Context: an optimization exercise on an open-source flow, tuned for small area, a short achievable clock period and few clock cycles. The choices shown serve that exercise and are no tape-out recipe.
The RTL of this run was laid out without a check of its function.
Power is estimated from default activity; no workload was simulated.

File: design/flow/run.sh
#!/bin/bash
# synth_recipe.tcl (not shown) runs the flow's synth.tcl, then flattens the netlist and writes it again
# the make line also repeats each setting of config.mk as NAME=value (left out here)
make -C /OpenROAD-flow-scripts/flow DESIGN_CONFIG=/design/flow/config.mk WORK_HOME=/design/flow/orfs CLKGATE_MAP_FILE= SYNTH_SCRIPT=/design/flow/synth_recipe.tcl finish
File: design/flow/config.mk
export PLATFORM = sky130hd
export DESIGN_NAME = lc_decoder
export DESIGN_NICKNAME = lc_decoder
export VERILOG_FILES = /design/flow/design.v
export SDC_FILE = /design/flow/constraint.sdc
export NUM_CORES = 8
export LEC_CHECK = 0
export CAP_MARGIN = 20
export CORE_MARGIN = 2
export CORE_UTILIZATION = 20
export PLACE_DENSITY = 0.35
export SLEW_MARGIN = 20
File: design/flow/constraint.sdc
create_clock -name core_clock -period 10.0 [get_ports {clk}]
set_input_delay 2.0000 -clock core_clock [delete_from_list [all_inputs] [get_ports {clk}]]
set_output_delay 2.0000 -clock core_clock [all_outputs]
set_load 0.01 [all_outputs]
File: design/flow/design.v
module lc_decoder (
    input  wire         clk,
    input  wire         rst,         
    input  wire         in_valid,
    output wire         in_ready,
    input  wire [39:0]  in_beat,     
    input  wire [36:0]  in_dda,      
    output reg          out_valid,
    output reg  [2:0]   out_status,
    output reg  [3:0]   out_dev,
    output wire [511:0] out_data
);
  localparam [2:0] ST_GOOD = 3'd0, ST_CORR = 3'd1, ST_POIS = 3'd2,
                   ST_MARK = 3'd3, ST_UNC  = 3'd4;
  localparam [2:0] S_RECV = 3'd0, S_SYN = 3'd1, S_SRCH = 3'd2,
                   S_FIX  = 3'd3, S_DONE = 3'd4;
  function automatic [15:0] rom_sigma;
    input [5:0] idx;
    begin
      case (idx)
        6'd0: rom_sigma = 16'ha78e;
        6'd1: rom_sigma = 16'h2155;
        6'd2: rom_sigma = 16'hdbb6;
        6'd3: rom_sigma = 16'h537c;
        6'd4: rom_sigma = 16'ha07c;
        6'd5: rom_sigma = 16'h7c92;
        6'd6: rom_sigma = 16'h8e4a;
        6'd7: rom_sigma = 16'h9cea;
        6'd8: rom_sigma = 16'h4e05;
        6'd9: rom_sigma = 16'hd39b;
        6'd10: rom_sigma = 16'h413c;
        6'd11: rom_sigma = 16'ha901;
        6'd12: rom_sigma = 16'hbfe4;
        6'd13: rom_sigma = 16'hfec5;
        6'd14: rom_sigma = 16'he936;
        6'd15: rom_sigma = 16'hd9d9;
        6'd16: rom_sigma = 16'hc7f9;
        6'd17: rom_sigma = 16'h834b;
        6'd18: rom_sigma = 16'hd3cb;
        6'd19: rom_sigma = 16'hc3e9;
        6'd20: rom_sigma = 16'hf379;
        6'd21: rom_sigma = 16'hcd94;
        6'd22: rom_sigma = 16'h735f;
        6'd23: rom_sigma = 16'heca1;
        6'd24: rom_sigma = 16'hf031;
        6'd25: rom_sigma = 16'ha609;
        6'd26: rom_sigma = 16'hb53e;
        6'd27: rom_sigma = 16'h609b;
        6'd28: rom_sigma = 16'h7800;
        6'd29: rom_sigma = 16'h2d57;
        6'd30: rom_sigma = 16'h50f3;
        6'd31: rom_sigma = 16'h20df;
        6'd32: rom_sigma = 16'h0780;
        6'd33: rom_sigma = 16'h507f;
        6'd34: rom_sigma = 16'h9ff9;
        6'd35: rom_sigma = 16'h6ff8;
        6'd36: rom_sigma = 16'h0078;
        6'd37: rom_sigma = 16'h0d80;
        6'd38: rom_sigma = 16'hf000;
        6'd39: rom_sigma = 16'h402c;
        default: rom_sigma = 16'h0000;
      endcase
    end
  endfunction
  function automatic [15:0] rom_kpi;
    input [5:0] idx;
    begin
      case (idx)
        6'd0: rom_kpi = 16'he88e;
        6'd1: rom_kpi = 16'h5d77;
        6'd2: rom_kpi = 16'hca9c;
        6'd3: rom_kpi = 16'h2f7c;
        6'd4: rom_kpi = 16'hf806;
        6'd5: rom_kpi = 16'h25d0;
        6'd6: rom_kpi = 16'h49eb;
        6'd7: rom_kpi = 16'hdf22;
        6'd8: rom_kpi = 16'h7af6;
        6'd9: rom_kpi = 16'h7a29;
        6'd10: rom_kpi = 16'hb8af;
        6'd11: rom_kpi = 16'h4d22;
        6'd12: rom_kpi = 16'h5247;
        6'd13: rom_kpi = 16'h8378;
        6'd14: rom_kpi = 16'hd1ba;
        6'd15: rom_kpi = 16'h8629;
        6'd16: rom_kpi = 16'hccc6;
        6'd17: rom_kpi = 16'hde10;
        6'd18: rom_kpi = 16'hee7e;
        6'd19: rom_kpi = 16'h5672;
        6'd20: rom_kpi = 16'h0587;
        6'd21: rom_kpi = 16'h85c4;
        6'd22: rom_kpi = 16'h3c95;
        6'd23: rom_kpi = 16'he3fe;
        6'd24: rom_kpi = 16'he0db;
        6'd25: rom_kpi = 16'hc2ec;
        6'd26: rom_kpi = 16'h46b9;
        6'd27: rom_kpi = 16'h6a67;
        6'd28: rom_kpi = 16'h9683;
        6'd29: rom_kpi = 16'h37d0;
        6'd30: rom_kpi = 16'h7364;
        6'd31: rom_kpi = 16'hbf25;
        6'd32: rom_kpi = 16'hcaa6;
        6'd33: rom_kpi = 16'h6800;
        6'd34: rom_kpi = 16'hed34;
        6'd35: rom_kpi = 16'h3274;
        6'd36: rom_kpi = 16'hf17f;
        6'd37: rom_kpi = 16'hbf15;
        6'd38: rom_kpi = 16'h8dc3;
        6'd39: rom_kpi = 16'h47c5;
        default: rom_kpi = 16'h0000;
      endcase
    end
  endfunction
  function automatic [15:0] rom_kphi;
    input [5:0] idx;
    begin
      case (idx)
        6'd0: rom_kphi = 16'h5999;
        6'd1: rom_kphi = 16'hfb83;
        6'd2: rom_kphi = 16'h289b;
        6'd3: rom_kphi = 16'hcf2f;
        6'd4: rom_kphi = 16'hd1c3;
        6'd5: rom_kphi = 16'heb2c;
        6'd6: rom_kphi = 16'h3085;
        6'd7: rom_kphi = 16'hc5be;
        6'd8: rom_kphi = 16'h67f1;
        6'd9: rom_kphi = 16'h910d;
        6'd10: rom_kphi = 16'h32c2;
        6'd11: rom_kphi = 16'h7f71;
        6'd12: rom_kphi = 16'h8860;
        6'd13: rom_kphi = 16'ha28e;
        6'd14: rom_kphi = 16'hf7c8;
        6'd15: rom_kphi = 16'h5b57;
        6'd16: rom_kphi = 16'h0498;
        6'd17: rom_kphi = 16'h410c;
        6'd18: rom_kphi = 16'h4705;
        6'd19: rom_kphi = 16'he33f;
        6'd20: rom_kphi = 16'hab42;
        6'd21: rom_kphi = 16'h2bae;
        6'd22: rom_kphi = 16'h4ecd;
        6'd23: rom_kphi = 16'h8546;
        6'd24: rom_kphi = 16'hc20f;
        6'd25: rom_kphi = 16'h7fad;
        6'd26: rom_kphi = 16'h4649;
        6'd27: rom_kphi = 16'he95d;
        6'd28: rom_kphi = 16'h7c70;
        6'd29: rom_kphi = 16'hfc23;
        6'd30: rom_kphi = 16'hf819;
        6'd31: rom_kphi = 16'hdbf3;
        6'd32: rom_kphi = 16'hfc3a;
        6'd33: rom_kphi = 16'h774c;
        6'd34: rom_kphi = 16'h45a7;
        6'd35: rom_kphi = 16'h8536;
        6'd36: rom_kphi = 16'habcc;
        6'd37: rom_kphi = 16'h2c4b;
        6'd38: rom_kphi = 16'h42af;
        6'd39: rom_kphi = 16'haf13;
        default: rom_kphi = 16'h0000;
      endcase
    end
  endfunction
  function automatic [15:0] rom_vinv;
    input [7:0] idx;
    begin
      case (idx)
        8'd0: rom_vinv = 16'h56d9;
        8'd1: rom_vinv = 16'haac2;
        8'd2: rom_vinv = 16'h5f6e;
        8'd3: rom_vinv = 16'h131c;
        8'd4: rom_vinv = 16'h7003;
        8'd5: rom_vinv = 16'h27eb;
        8'd6: rom_vinv = 16'h3ad4;
        8'd7: rom_vinv = 16'h7954;
        8'd8: rom_vinv = 16'hd007;
        8'd9: rom_vinv = 16'h95f5;
        8'd10: rom_vinv = 16'hc37d;
        8'd11: rom_vinv = 16'hf2a8;
        8'd12: rom_vinv = 16'hf6dc;
        8'd13: rom_vinv = 16'h18dc;
        8'd14: rom_vinv = 16'ha6c7;
        8'd15: rom_vinv = 16'h98e0;
        8'd16: rom_vinv = 16'h56d9;
        8'd17: rom_vinv = 16'h0c6e;
        8'd18: rom_vinv = 16'hcc3e;
        8'd19: rom_vinv = 16'hfa7d;
        8'd20: rom_vinv = 16'h7003;
        8'd21: rom_vinv = 16'h5ea6;
        8'd22: rom_vinv = 16'h4583;
        8'd23: rom_vinv = 16'hc765;
        8'd24: rom_vinv = 16'hd007;
        8'd25: rom_vinv = 16'hcf03;
        8'd26: rom_vinv = 16'h8a29;
        8'd27: rom_vinv = 16'h9ec1;
        8'd28: rom_vinv = 16'hf6dc;
        8'd29: rom_vinv = 16'h9dcb;
        8'd30: rom_vinv = 16'h0394;
        8'd31: rom_vinv = 16'ha3d9;
        8'd32: rom_vinv = 16'h56d9;
        8'd33: rom_vinv = 16'hc6e0;
        8'd34: rom_vinv = 16'h3940;
        8'd35: rom_vinv = 16'h9b66;
        8'd36: rom_vinv = 16'h7003;
        8'd37: rom_vinv = 16'hba47;
        8'd38: rom_vinv = 16'h91cb;
        8'd39: rom_vinv = 16'hf02f;
        8'd40: rom_vinv = 16'hd007;
        8'd41: rom_vinv = 16'h3044;
        8'd42: rom_vinv = 16'h0c96;
        8'd43: rom_vinv = 16'hf055;
        8'd44: rom_vinv = 16'hf6dc;
        8'd45: rom_vinv = 16'h4ce3;
        8'd46: rom_vinv = 16'ha41d;
        8'd47: rom_vinv = 16'h9b1c;
        8'd48: rom_vinv = 16'h56d9;
        8'd49: rom_vinv = 16'hae74;
        8'd50: rom_vinv = 16'he19e;
        8'd51: rom_vinv = 16'h724c;
        8'd52: rom_vinv = 16'h7003;
        8'd53: rom_vinv = 16'h1435;
        8'd54: rom_vinv = 16'h4e68;
        8'd55: rom_vinv = 16'h4fef;
        8'd56: rom_vinv = 16'hd007;
        8'd57: rom_vinv = 16'h345d;
        8'd58: rom_vinv = 16'h5674;
        8'd59: rom_vinv = 16'h9fde;
        8'd60: rom_vinv = 16'hf6dc;
        8'd61: rom_vinv = 16'h8e1c;
        8'd62: rom_vinv = 16'hf982;
        8'd63: rom_vinv = 16'ha27d;
        8'd64: rom_vinv = 16'h56d9;
        8'd65: rom_vinv = 16'h470e;
        8'd66: rom_vinv = 16'h6849;
        8'd67: rom_vinv = 16'he37b;
        8'd68: rom_vinv = 16'h7003;
        8'd69: rom_vinv = 16'h535b;
        8'd70: rom_vinv = 16'hca8e;
        8'd71: rom_vinv = 16'h8877;
        8'd72: rom_vinv = 16'hd007;
        8'd73: rom_vinv = 16'h75cd;
        8'd74: rom_vinv = 16'h466d;
        8'd75: rom_vinv = 16'h00e5;
        8'd76: rom_vinv = 16'hf6dc;
        8'd77: rom_vinv = 16'h6198;
        8'd78: rom_vinv = 16'he4aa;
        8'd79: rom_vinv = 16'h6be9;
        8'd80: rom_vinv = 16'h56d9;
        8'd81: rom_vinv = 16'h30cc;
        8'd82: rom_vinv = 16'haac2;
        8'd83: rom_vinv = 16'h75be;
        8'd84: rom_vinv = 16'h7003;
        8'd85: rom_vinv = 16'h6597;
        8'd86: rom_vinv = 16'he97a;
        8'd87: rom_vinv = 16'h5831;
        8'd88: rom_vinv = 16'hd007;
        8'd89: rom_vinv = 16'h2ce1;
        8'd90: rom_vinv = 16'h4fd6;
        8'd91: rom_vinv = 16'hb062;
        8'd92: rom_vinv = 16'hf6dc;
        8'd93: rom_vinv = 16'h79ba;
        8'd94: rom_vinv = 16'h0c6e;
        8'd95: rom_vinv = 16'h9ded;
        8'd96: rom_vinv = 16'h56d9;
        8'd97: rom_vinv = 16'h3cdd;
        8'd98: rom_vinv = 16'hc6e0;
        8'd99: rom_vinv = 16'h4033;
        8'd100: rom_vinv = 16'h7003;
        8'd101: rom_vinv = 16'h394a;
        8'd102: rom_vinv = 16'h0c11;
        8'd103: rom_vinv = 16'hd092;
        8'd104: rom_vinv = 16'hd007;
        8'd105: rom_vinv = 16'hee06;
        8'd106: rom_vinv = 16'h6485;
        8'd107: rom_vinv = 16'hb12f;
        8'd108: rom_vinv = 16'hf6dc;
        8'd109: rom_vinv = 16'heb91;
        8'd110: rom_vinv = 16'hae74;
        8'd111: rom_vinv = 16'h218e;
        8'd112: rom_vinv = 16'h56d9;
        8'd113: rom_vinv = 16'hfdcd;
        8'd114: rom_vinv = 16'h470e;
        8'd115: rom_vinv = 16'h6ef1;
        8'd116: rom_vinv = 16'h7003;
        8'd117: rom_vinv = 16'ha4bd;
        8'd118: rom_vinv = 16'hd174;
        8'd119: rom_vinv = 16'h18dc;
        8'd120: rom_vinv = 16'hd007;
        8'd121: rom_vinv = 16'h0002;
        8'd122: rom_vinv = 16'ha6b6;
        8'd123: rom_vinv = 16'h31b8;
        8'd124: rom_vinv = 16'hf6dc;
        8'd125: rom_vinv = 16'h5972;
        8'd126: rom_vinv = 16'h30cc;
        8'd127: rom_vinv = 16'h4795;
        8'd128: rom_vinv = 16'h56d9;
        8'd129: rom_vinv = 16'h2cb9;
        8'd130: rom_vinv = 16'h3cdd;
        8'd131: rom_vinv = 16'h5fb1;
        8'd132: rom_vinv = 16'h7003;
        8'd133: rom_vinv = 16'heb9e;
        8'd134: rom_vinv = 16'hb384;
        8'd135: rom_vinv = 16'h8e1c;
        8'd136: rom_vinv = 16'hd007;
        8'd137: rom_vinv = 16'h0020;
        8'd138: rom_vinv = 16'h7294;
        8'd139: rom_vinv = 16'h0c33;
        8'd140: rom_vinv = 16'hf6dc;
        8'd141: rom_vinv = 16'hc707;
        8'd142: rom_vinv = 16'hfdcd;
        8'd143: rom_vinv = 16'hdd9e;
        8'd144: rom_vinv = 16'h56d9;
        8'd145: rom_vinv = 16'heb86;
        8'd146: rom_vinv = 16'h2cb9;
        8'd147: rom_vinv = 16'h23eb;
        8'd148: rom_vinv = 16'h7003;
        8'd149: rom_vinv = 16'h5982;
        8'd150: rom_vinv = 16'h0008;
        8'd151: rom_vinv = 16'heb91;
        8'd152: rom_vinv = 16'hd007;
        8'd153: rom_vinv = 16'h0200;
        8'd154: rom_vinv = 16'hc737;
        8'd155: rom_vinv = 16'hc729;
        8'd156: rom_vinv = 16'hf6dc;
        8'd157: rom_vinv = 16'hb004;
        8'd158: rom_vinv = 16'heb86;
        8'd159: rom_vinv = 16'h0f53;
        default: rom_vinv = 16'h0000;
      endcase
    end
  endfunction
  function automatic [15:0] gf_mul;
    input [15:0] a;
    input [15:0] b;
    reg   [15:0] r;
    reg   [15:0] x;
    integer i;
    begin
      r = 16'h0000;
      x = a;
      for (i = 0; i < 16; i = i + 1) begin
        if (b[i]) r = r ^ x;
        x = x[15] ? ({x[14:0], 1'b0} ^ 16'h100B) : {x[14:0], 1'b0};
      end
      gf_mul = r;
    end
  endfunction
  function automatic [15:0] alpha_pow;
    input [2:0] j;
    begin
      alpha_pow = 16'h0001 << j;
    end
  endfunction
  reg  [2:0]   state;
  reg  [3:0]   beat_cnt;
  reg  [639:0] line;         
  reg  [36:0]  dda;
  reg  [5:0]   sym_cnt;      
  reg  [15:0]  syn [0:7];
  reg  [3:0]   dev_cnt;
  reg  [1:0]   eq_cnt;
  reg          ok_zero, ok_pi, ok_phi;
  reg          found, pois, mark;
  reg  [3:0]   found_dev;
  reg  [1:0]   fix_cnt;
  assign in_ready = (state == S_RECV);
  assign out_data = line[511:0];
  reg [15:0] cur_sym;
  always @(*) begin
    if (sym_cnt < 6'd40)
      cur_sym = line[sym_cnt*16 +: 16];
    else if (sym_cnt == 6'd40)
      cur_sym = dda[15:0];
    else if (sym_cnt == 6'd41)
      cur_sym = dda[31:16];
    else
      cur_sym = {11'd0, dda[36:32]};
  end
  wire [2:0]  jj  = {1'b1, eq_cnt};
  wire [5:0]  dev_base = {dev_cnt, 2'b00};
  reg  [15:0] t_val;
  reg  [15:0] e_val;
  reg  [7:0]  vidx;
  always @(*) begin
    t_val = syn[jj]
          ^ gf_mul(rom_sigma(dev_base + 6'd0), syn[jj - 3'd1])
          ^ gf_mul(rom_sigma(dev_base + 6'd1), syn[jj - 3'd2])
          ^ gf_mul(rom_sigma(dev_base + 6'd2), syn[jj - 3'd3])
          ^ gf_mul(rom_sigma(dev_base + 6'd3), syn[jj - 3'd4]);
    vidx  = {found_dev, fix_cnt, 2'b00};
    e_val = gf_mul(rom_vinv(vidx + 8'd0), syn[0])
          ^ gf_mul(rom_vinv(vidx + 8'd1), syn[1])
          ^ gf_mul(rom_vinv(vidx + 8'd2), syn[2])
          ^ gf_mul(rom_vinv(vidx + 8'd3), syn[3]);
  end
  wire syn_zero = (syn[0] == 16'd0) && (syn[1] == 16'd0) && (syn[2] == 16'd0) &&
                  (syn[3] == 16'd0) && (syn[4] == 16'd0) && (syn[5] == 16'd0) &&
                  (syn[6] == 16'd0) && (syn[7] == 16'd0);
  wire [5:0] kidx = dev_base + {4'd0, eq_cnt};
  wire eq_zero = (t_val == 16'd0);
  wire eq_pi   = (t_val == rom_kpi(kidx));
  wire eq_phi  = (t_val == rom_kphi(kidx));
  integer d, j;
  always @(posedge clk) begin
    if (rst) begin
      state     <= S_RECV;
      beat_cnt  <= 4'd0;
      out_valid <= 1'b0;
    end else begin
      out_valid <= 1'b0;
      case (state)
        S_RECV: begin
          if (in_valid) begin
            for (d = 0; d < 10; d = d + 1)
              line[(4*d + beat_cnt[3:2])*16 + beat_cnt[1:0]*4 +: 4] <= in_beat[4*d +: 4];
            if (beat_cnt == 4'd0)
              dda <= in_dda;
            beat_cnt <= beat_cnt + 4'd1;
            if (beat_cnt == 4'd15) begin
              state   <= S_SYN;
              sym_cnt <= 6'd0;
              for (j = 0; j < 8; j = j + 1)
                syn[j] <= 16'd0;
            end
          end
        end
        S_SYN: begin
          for (j = 0; j < 8; j = j + 1)
            syn[j] <= gf_mul(syn[j], alpha_pow(j[2:0])) ^ cur_sym;
          sym_cnt <= sym_cnt + 6'd1;
          if (sym_cnt == 6'd42) begin
            state   <= S_SRCH;
            dev_cnt <= 4'd0;
            eq_cnt  <= 2'd0;
            ok_zero <= 1'b1;
            ok_pi   <= 1'b1;
            ok_phi  <= 1'b1;
            found   <= 1'b0;
            pois    <= 1'b0;
            mark    <= 1'b0;
            found_dev <= 4'd0;
          end
        end
        S_SRCH: begin
          eq_cnt <= eq_cnt + 2'd1;
          if (eq_cnt == 2'd3) begin
            if (ok_zero && eq_zero && !syn_zero) begin
              found     <= 1'b1;
              found_dev <= dev_cnt;
            end
            if (ok_pi && eq_pi)
              pois <= 1'b1;
            if (ok_phi && eq_phi)
              mark <= 1'b1;
            ok_zero <= 1'b1;
            ok_pi   <= 1'b1;
            ok_phi  <= 1'b1;
            dev_cnt <= dev_cnt + 4'd1;
            if (dev_cnt == 4'd9) begin
              state   <= S_FIX;
              fix_cnt <= 2'd0;
            end
          end else begin
            ok_zero <= ok_zero && eq_zero;
            ok_pi   <= ok_pi && eq_pi;
            ok_phi  <= ok_phi && eq_phi;
          end
        end
        S_FIX: begin
          if (found) begin
            line[(4*found_dev + fix_cnt)*16 +: 16] <= line[(4*found_dev + fix_cnt)*16 +: 16] ^ e_val;
            fix_cnt <= fix_cnt + 2'd1;
            if (fix_cnt == 2'd3)
              state <= S_DONE;
          end else begin
            state <= S_DONE;
          end
        end
        S_DONE: begin
          out_valid <= 1'b1;
          out_dev   <= found_dev;
          if (syn_zero)
            out_status <= ST_GOOD;
          else if (found)
            out_status <= ST_CORR;
          else if (pois)
            out_status <= ST_POIS;
          else if (mark)
            out_status <= ST_MARK;
          else
            out_status <= ST_UNC;
          state    <= S_RECV;
          beat_cnt <= 4'd0;
        end
        default: state <= S_RECV;
      endcase
    end
  end
endmodule
==> flow_metrics.tcl <==
set metrics [dict create \
    yosysSeqAreaShare_pct 19.5 \
    tightestPinTransition_ns 1.34 \
    p_total_mw 15.8 \
    min_path_cells 2 \
    cp_top_family "XOR/XNOR gates" \
    grt_max_degree 176 \
    avgSynthCellArea_um2 7.48 \
    grt_antenna_before_repair 211 \
    critPathMaxStageDelay_ns 0.81 \
    synth_top_family_by_area "compound AO/OA/AOI/OAI gates" \
    maxCapViolCount 0 \
    crit_top_cell "xnor2_1" \
    num_rows 297 \
    drt_iter0_drc 30400 \
    root_buffer "clkbuf_16" \
    dpl-instance-area_um2 147000 \
    synth_edf_count 836 \
    synthSimpleGateAreaFrac_pct 17.0 \
    start_util_pct 20.0 \
    gp_congestion 1.09 \
    synthAdderAreaFrac_pct 0.669 \
    post_cts_buffers 0 \
    path_cells "buf_4 > inv_1 > ha_1 > buf_4 > xor2_1 > nor2_1 > nor2_1 > xnor2_1 > xnor2_2 > buf_4 > nand2_1 > xnor2_1 > xnor2_1 > xnor3_1 > xnor2_1 > xnor2_1 > nor3b_1 > and3_1 > a21oi_1 > nor2_1" \
    nets 17300 \
    synth_compound_area_share_pct 28.3 \
    die_w_um 813 \
    grt_usage_pct 39.2 \
    fillers 72900 \
    rsz0062_at_grt "no" \
    cts_resized 0 \
    leakage_nw 51.7 \
    min_from "beat_cnt[1]" \
    grt_pass1_vias 148000 \
    critical_path_arrival_ns 8.97 \
    setup_viol 0 \
    mappedNetlistArea_um2 131000 \
    p_per_area_nw_per_um2 104 \
    viasPerCell 6.33 \
    crit_type "register to register" \
    ir_drop_mv 0.112 \
    path_clk_slew_ns 0.06 \
    grt.overflow.total 0 \
    synth_cell_type_count 122 \
    vias 165000 \
    reg2reg_to "found_dev[2]" \
    status "complete, no violations" \
    cp-end-kind "register" \
    routedWlPerCell_um 52.0 \
    synth_area_leaders "edfxtp_1 (19%), xnor2_1 (11%), nand2_1 (7.2%)" \
    fmax_mhz 119 \
    numCtsBuffers 142 \
    async_reset_ff_share_pct 0 \
    io_pins 601 \
    holdPathEnd "beat_cnt[1]" \
    crit_required_ns 10.57 \
    coreArea_um2 653000 \
    synth_warnings 2 \
    cp-start-kind "register" \
    htreeDepth 4 \
    ant_nets 0 \
    min_period_over_period_pct 84.0 \
    synth-xor-area-share_pct 18.3 \
    hpwl_mm 1020 \
    hold_ws_ns 0.588 \
    post-route-util_pct 23.3 \
    synth_mux_area_share_pct 7.89 \
    ys.flop_type "edfxtp_1" \
    cts_hold_repair.buffers 0 \
    synth_top_area_share_pct 19.2 \
    hold_class "register to register" \
    clk_latency_ns 1.01 \
    finalHoldViolCount 0 \
    first_pass_iters 12 \
    worst-path-buf-inv 4 \
    cts_num_sinks 860 \
    crit_start "dev_cnt[1]" \
    syn_nets 17600 \
    slew_viol_final 0 \
    area_growth_pct 16.4 \
    cts_tree "yes" \
    die_h_um 813 \
    relSlewSlack_pct 7.96 \
    drc 0 \
    cp_slowest_cell "nor2_1" \
    fin_worst_skew_ns 0.155 \
    wirelength_mm 1360 \
    fp.dieArea_um2 661000 \
    grt_pass1_wl_mm 1700 \
    netlist.top_cell.by_area "edfxtp_1" \
    synth_cells 17500 \
    min_period_ns 8.40 \
    rrSetupSlack_ns 1.60 \
    ctsLongestPathBuffers 4 \
    ys_ff_latch 860 \
    crit_path_max_fanout 47 \
    fin_area_um2 152000 \
    io_buffers 600 \
    drive_above_1_share_pct 12.5 \
    r2r_cells 20 \
    timing.rr.start "dev_cnt[1]" \
]
==> metrics by stage <==
| step | setup slack, ns | cells | setup TNS (ns) |
|---|---|---|---|
| final | 1.60 | 26100 | 0 |
| after CTS | 1.71 | 25900 | 0 |
| after floorplan | -3.16 | 17500 | -2141.61 |
| after global routing | 1.56 | 25900 | 0 |
| after detailed placement | 1.77 | 25600 | 0 |
| after global placement | 1.74 | 25600 | 0 |
==> area by class of cell <==
type	instances	area (µm²)	area share, %
multi-input cells	14400	95900	63.0
flip-flops and latches	860	25600	16.8
repair buffers	1650	14600	9.56
well taps	8671	10800	7.12
clock buffers	173	3820	2.51
clock inverters	73	734	0.482
diodes	188	470	0.309
inverters	92	350	0.230
==> metal layers <==
layer	part of all wire (%)	routed length [µm]	track usage [%]
met5	0.047	639	0.283
met4	11	143000	33.9
met3	11	154000	14.2
met2	42	563000	57.1
met1	37	495000	45.4
==> synth_stat cells (181+ instances only) <==
cell type  count
edfxtp_1     836
xnor2_1     1616
buf_2        182
a22oi_1      869
xor2_1       488
a21oi_1     1752
buf_4        567
buf_1        181
nand3_1      192
o21ai_0     1146
mux4_2       386
nor2_1      2086
clkbuf_1    1217
o22ai_1     1087
nand2_1     2511
xnor3_1      199
==> cell usage in the layout (no fill, tap or decap), drive strengths merged, types with 127 or more instances in the layout <==
| cell | n |
|---|---|
| mux2i | 149 |
| nand2 | 2512 |
| diode | 188 |
| clkbuf | 174 |
| xor2 | 498 |
| edfxtp | 836 |
| a221oi | 170 |
| nor2 | 2094 |
| nor3 | 127 |
| o22ai | 1091 |
| o21ai | 1252 |
| a211oi | 144 |
| xnor2 | 1640 |
| xnor3 | 206 |
| a21oi | 1755 |
| clkdlybuf4s50 | 598 |
| buf | 1051 |
| nand3 | 192 |
| mux4 | 386 |
| a22oi | 870 |
==> kinds of logic (layout without fill, tap and decap cells) <==
logic type / after synthesis / count (layout)
AOI/OAI and AO/OA: 5980 / 5980
and+or+nand+nor: 5423 / 5423
xor gates and xnor gates: 2352 / 2352
buffers and inverters: 2260 / 1988
DFF: 860 / 860
muxes: 547 / 547
adders and majority gates: 70 / 70
other: 0 / 188
==> report_power, final <==
| part | leakage (nW) | internal (mW) | switching, mW |
|---|---|---|---|
| combinational | 41.4 | 1.28 | 4.37 |
| clock | 2.21 | 3.02 | 2.46 |
| sequential | 8.01 | 4.20 | 0.482 |
| total | 51.7 | 8.50 | 7.32 |
==> sequential cells by signal, summed over array words and instances (netlist names), named ones only <==
| name | cells |
|---|---|
| line | 640 |
| syn | 128 |
| dda | 37 |
| sym_cnt | 6 |
| beat_cnt | 4 |
| dev_cnt | 4 |
| found_dev | 4 |
| out_dev | 4 |
| out_status | 3 |
| state | 3 |
| eq_cnt | 2 |
| fix_cnt | 2 |
| found | 1 |
| mark | 1 |
| ok_phi | 1 |
| ok_pi | 1 |
| ok_zero | 1 |
| out_valid | 1 |
| pois | 1 |
==> how the worst max path moves through the flow <==
stage	endpoint	cells after the start
2_1_floorplan	line[0]	3
3_3_place_gp	found_dev[2]	20
3_5_place_dp	found_dev[2]	19
4_1_cts	found_dev[2]	19
5_1_grt	found_dev[0]	20
6_report	found_dev[2]	20
==> worst register-to-register path: cells and delay by family, from the launching register on <==
family | cells | cell delay [ns]
compound gates | 1 | 0.11
xor+xnor | 8 | 3.41
fa+ha+maj | 1 | 0.27
buf+inv | 4 | 1.60
flops | 1 | 0.36
simple gates | 6 | 2.26

[separate check: timing with driven ports]
Ports are ideal in the flow. The routed layout listed here was re-timed in OpenROAD. Step 1 sets driving cells, clkbuf_16 on the clock port and buf_2 on the other inputs (assumed; they add their load-dependent delay and slew). Step 2 adds t to the input delays and takes it off the output delays; t is the mean of the earliest and latest rising clock arrival at the registers after step 1. Input paths then give back, and output paths get back, about the clock's delay inside the block. a / b / c = no drivers / after step 1 / after step 2; a / b = the first two.
t (ns): 1.077
setup slack, ns: 1.598 / 1.598 / 1.598
cell pins on the clock port's net: 1
After both steps setup and hold are still met in this run. The setup slack of this run moves by 0.000 ns with the drivers and by 0.000 ns with both steps.
